From an optimization exercise on the open Yosys and OpenROAD flow, aimed at small area; shortcuts taken in it are not production practice.
Only simulation tests tie the RTL to the original design; equivalence was not proved.
Power figures rest on the tool's default switching activity, not on a simulated workload.

## the reference run
// xarn_node
module xarn_node (
    input  wire        clk,
    input  wire        rst,
    input  wire        in_a_k,
    input  wire [7:0]  in_a_d,
    input  wire        in_b_k,
    input  wire [7:0]  in_b_d,
    output wire        out_a_k,
    output wire [7:0]  out_a_d,
    output wire        out_b_k,
    output wire [7:0]  out_b_d,
    input  wire        active,
    input  wire        has_keeper,
    input  wire [3:0]  keeper_mtag,
    input  wire        resp_valid,
    output wire        resp_ready,
    input  wire        resp_port,
    input  wire [3:0]  resp_mtag,
    input  wire [2:0]  resp_tag,
    input  wire [3:0]  resp_code,
    input  wire [3:0]  resp_op,
    input  wire [15:0] resp_addr,
    input  wire [31:0] resp_data,
    output wire        acc_a_valid,
    output wire [3:0]  acc_a_mtag,
    output wire [3:0]  acc_a_op,
    output wire [2:0]  acc_a_tag,
    output wire [23:0] acc_a_addr,
    output wire [31:0] acc_a_data,
    output wire        acc_b_valid,
    output wire [3:0]  acc_b_mtag,
    output wire [3:0]  acc_b_op,
    output wire [2:0]  acc_b_tag,
    output wire [23:0] acc_b_addr,
    output wire [31:0] acc_b_data,
    output reg  [4:0]  dev_addr,
    output reg         enum_full,
    input  wire        enum_full_clr,
    input  wire        snap_clr,
    output reg  [47:0] crc_err_a,
    output reg  [47:0] crc_err_b,
    output reg  [47:0] frames_in
);
Size in the first run: roughly 2,400 cells after synthesis.
clock: 8.0 ns
lec_check: 0
cap_margin: 20
core_margin: 2
core_utilization: 55
place_density: 0.7
slew_margin: 20
standard.sh (not shown) runs the stock make flow with config.mk's settings and CLKGATE_MAP_FILE= SYNTH_SCRIPT=/design/flow/synth_recipe.tcl, a recipe that flattens the netlist after the stock synthesis.
==> flow/flow/run.sh <==
#!/bin/bash
# Layout flow: the standard ORFS flow with three changes.
# 1. After the standard synthesis (run unchanged), the combinational logic is
#    re-mapped by ABC for area (flow/remap.ys); every register keeps its cell,
#    name and connections.
# 2. Port buffers are sky130_fd_sc_hd__buf_1.
# 3. The clock tree uses clkbuf_8 in clusters of up to 16 sinks, without
#    dummy loads.
# Each step's output goes to its own log here.
set -euo pipefail

WORK=$(pwd)
RES=$WORK/orfs/results/sky130hd/xarn_node/base
LIB=$FLOW_HOME/platforms/sky130hd/lib/sky130_fd_sc_hd__tt_025C_1v80.lib
YOSYS=$(command -v yosys || echo $FLOW_HOME/../tools/install/yosys/bin/yosys)

export BUFFER_PORTS_ARGS="-buffer_cell sky130_fd_sc_hd__buf_1"
export CTS_ARGS="-sink_clustering_enable -repair_clock_nets -buf_list sky130_fd_sc_hd__clkbuf_8 -sink_clustering_size 16 -sink_clustering_max_diameter 80 -dont_use_dummy_load"

bash standard.sh synth > synth.log 2>&1

# combinational re-map
mkdir -p remap
cp $RES/1_2_yosys.v remap/netlist_std.v
python3 flow/libmodels.py $LIB remap/models.v > remap_models.log 2>&1
sed "s#lib.lib#$LIB#g" flow/remap.ys > remap/remap.ys
cp flow/remap.abc remap/
(cd remap && $YOSYS -s remap.ys) > remap.log 2>&1
cp remap/netlist_remap.v $RES/1_2_yosys.v
rm -f $RES/1_synth.odb $RES/1_synth.sdc
bash standard.sh synth > synth_odb.log 2>&1

bash standard.sh floorplan  > floorplan.log 2>&1
bash standard.sh place      > place.log 2>&1
bash standard.sh cts        > cts.log 2>&1
bash standard.sh grt        > grt.log 2>&1
bash standard.sh route      > route.log 2>&1
bash standard.sh finish     > finish.log 2>&1
test -f out/final.def
Other scripts of this flow, unchanged in this note and not shown: flow/flow/libmodels.py, flow/flow/remap.abc, flow/flow/remap.ys
--- input diff the reference run..the trial run ---
-- flow/design.v --
<<< the reference run, line 21
    output wire [23:0] acc_addr,
    output wire [31:0] acc_data,
    output reg         crc_err_evt,
    output wire        consumed_evt,
    output wire        addr_set,      
>>> the trial run, line 21
    output wire [23:0] acc_addr,
    output wire [31:0] acc_data,
    output wire        crc_err_evt,   
    output wire        consumed_evt,
    output wire        addr_set,      
<<< the reference run, line 67
    reg       f_consume;      
    reg       f_eu;           
    reg       f_inc;          
    reg [1:0] mode;           
    reg       tail_k;         
>>> the trial run, line 67
    reg       f_consume;      
    reg       f_eu;           
    reg [1:0] mode;           
    reg       tail_k;         
<<< the reference run, line 81
    wire       e_unassigned = (my_addr == 5'd0) ||
                              (d3[7] && (!has_keeper || {d8[2:0], d7[7]} == keeper_mtag));
    wire [4:0] e_counter = d0[4:0];
    wire       e_range = (e_counter != 5'd0) && (e_counter != 5'd31);
    wire [15:0] crc_nx = crc_byte(crc_in, d0);
    wire at_end  = (ipos == 4'd11);
>>> the trial run, line 80
    wire       e_unassigned = (my_addr == 5'd0) ||
                              (d3[7] && (!has_keeper || {d8[2:0], d7[7]} == keeper_mtag));
    wire [15:0] crc_nx = crc_byte(crc_in, d0);
    wire at_end  = (ipos == 4'd11);
<<< the reference run, line 102
        if (at_choice)
            f_consume <= p_addressed;
        if (ipos == 4'd9) begin
            f_eu  <= e_enum && e_unassigned;
            f_inc <= f_act && e_enum && e_unassigned && e_range;
        end
        if (at_end)
            tail_k <= f_act && !c_pass;
>>> the trial run, line 99
        if (at_choice)
            f_consume <= p_addressed;
        if (ipos == 4'd9)
            f_eu <= e_enum && e_unassigned;
        if (at_end)
            tail_k <= f_act && !c_pass;
<<< the reference run, line 115
            mode <= M_RAW;
            acc_valid <= 1'b0;
            crc_err_evt <= 1'b0;
        end else begin
            k0 <= in_k; k1 <= k0; k2 <= k1; k3 <= k2;
>>> the trial run, line 110
            mode <= M_RAW;
            acc_valid <= 1'b0;
        end else begin
            k0 <= in_k; k1 <= k0; k2 <= k1; k3 <= k2;
<<< the reference run, line 131
            end
            acc_valid   <= at_end && f_act && c_pass && (f_consume || c_bcast);
            crc_err_evt <= at_end && f_act && !c_pass && !c_void;
        end
    end
>>> the trial run, line 125
            end
            acc_valid   <= at_end && f_act && c_pass && (f_consume || c_bcast);
        end
    end
<<< the reference run, line 140
    assign acc_addr = {d9, d8, d7};
    assign acc_data = {d6, d5, d4, d3};
    assign consumed_evt  = acc_valid && f_consume;
    assign addr_set      = acc_valid && f_eu;
    assign addr_val      = f_inc ? d3[4:0] : 5'd0;
    assign enum_full_evt = acc_valid && f_eu && (d3[4:0] == 5'd31);
    reg [63:0] ins;           
    reg [15:0] crc_out;
>>> the trial run, line 133
    assign acc_addr = {d9, d8, d7};
    assign acc_data = {d6, d5, d4, d3};
    assign crc_err_evt   = at_end && f_act && !c_pass && !c_void;
    assign consumed_evt  = at_end && f_act && c_pass && f_consume;
    wire   e_full        = (d3[4:0] == 5'd31);
    wire   e_take        = f_eu && (d3[4:0] != 5'd0) && !e_full;
    assign addr_set      = acc_valid && f_eu;
    assign addr_val      = e_full ? 5'd0 : d3[4:0];
    assign enum_full_evt = acc_valid && f_eu && e_full;
    reg [63:0] ins;           
    reg [15:0] crc_out;
<<< the reference run, line 156
            o_byte = (mode == M_IDLE) ? 8'd0 :
                     (opos == 4'd1) ? {d3[7:3], rb_mtag_hi} : ins[63:56];
        else if (opos == 4'd9 && f_inc)
            o_byte = {d3[7:5], d3[4:0] + 5'd1};
        else
>>> the trial run, line 152
            o_byte = (mode == M_IDLE) ? 8'd0 :
                     (opos == 4'd1) ? {d3[7:3], rb_mtag_hi} : ins[63:56];
        else if (opos == 4'd9 && e_take)
            o_byte = {d3[7:5], d3[4:0] + 5'd1};
        else
<<< the reference run, line 323
    output reg  [47:0] snapshot
);
    wire [48:1] c;
    assign c[1] = (inc0 & inc1) | (live[0] & (inc0 ^ inc1));
    genvar i;
    generate
        for (i = 1; i < 48; i = i + 1) begin : g_carry
            if (i == 7)
                assign c[8] = c[1] & (&live[7:1]);
            else if (i % 8 == 7)
                assign c[i+1] = c[i-7] & (&live[i:i-7]);
            else
                assign c[i+1] = c[i] & live[i];
        end
    endgenerate
    wire [47:0] nxt = {live[47:1] ^ c[47:1], live[0] ^ inc0 ^ inc1};
    always @(posedge clk) begin
        if (rst) begin
            live     <= 48'd0;
            snapshot <= 48'd0;
        end else if (snap) begin
            snapshot <= nxt;
            live     <= 48'd0;
        end else begin
            live     <= nxt;
        end
    end
>>> the trial run, line 319
    output reg  [47:0] snapshot
);
    wire [47:0] base = snap ? 48'd0 : live;
    wire [48:1] c;
    assign c[1] = (inc0 & inc1) | (base[0] & (inc0 ^ inc1));
    genvar i;
    generate
        for (i = 1; i < 48; i = i + 1) begin : g_carry
            if (i == 7)
                assign c[8] = c[1] & (&base[7:1]);
            else if (i % 8 == 7)
                assign c[i+1] = c[i-7] & (&base[i:i-7]);
            else
                assign c[i+1] = c[i] & base[i];
        end
    endgenerate
    wire [47:0] nxt = {base[47:1] ^ c[47:1], base[0] ^ inc0 ^ inc1};
    always @(posedge clk) begin
        if (rst) begin
            live     <= 48'd0;
            snapshot <= 48'd0;
        end else begin
            live <= nxt;
            if (snap)
                snapshot <= live;
        end
    end
### Flow results
The trial run: all stages complete, timing, DRC and antenna checks passed. Between the trial run and the reference run, the antenna diode count is lower for the reference run. Power: the trial run draws more than the reference run. First-pass GRT wire length grows slightly when moving from the reference run to the trial run. The trial run against the reference run: worst path setup slack after routing decreased by 0.49 ns relative to the old numbers; growth of design area from synthesis to finish increased by 2.4 points relative to the old numbers. Summary: with the reference run as the reference, final weighted congestion in routability-driven placement in the trial run moved up slightly. The trial run — area occupied by registers 0.52% lower, the reference run as reference. Fmax | the trial run vs the reference run | the trial run slower. End point of the critical path: u_frames.snapshot[47]$_SDFFE_PP0P_ -> the reference run, u_frames.live[47]$_SDFF_PP0_ -> the trial run.

## what the ideal ports hide
No port has a modelled driver above. Below, the same layouts with a new extraction and two added sets of constraints. Step 1 (the two cells are an assumption about what drives the block):
set clk [get_ports {clk}]
set_driving_cell -lib_cell sky130_fd_sc_hd__clkbuf_16 $clk
set_driving_cell -lib_cell sky130_fd_sc_hd__buf_2 [delete_from_list [all_inputs] $clk]
Step 2, shift: input delay + t, output delay - t, t = (earliest + latest rising clock arrival at the registers) / 2. This alone moves slack from input paths to output paths. a / b / c = ideal ports / drivers / drivers and shift; a / b = the first two.
run	t, ns	slack for setup (ns)	cell pins on the clock port's net
the reference run	0.740	0.919 / 0.919 / 0.919	1
the trial run	0.724	0.427 / 0.427 / -0.094	1
Met with ideal ports but missed after step 2: setup timing in the trial run. The setup slack of the trial run, which loses most, moves by 0.000 ns with the drivers and by -0.521 ns with both steps.
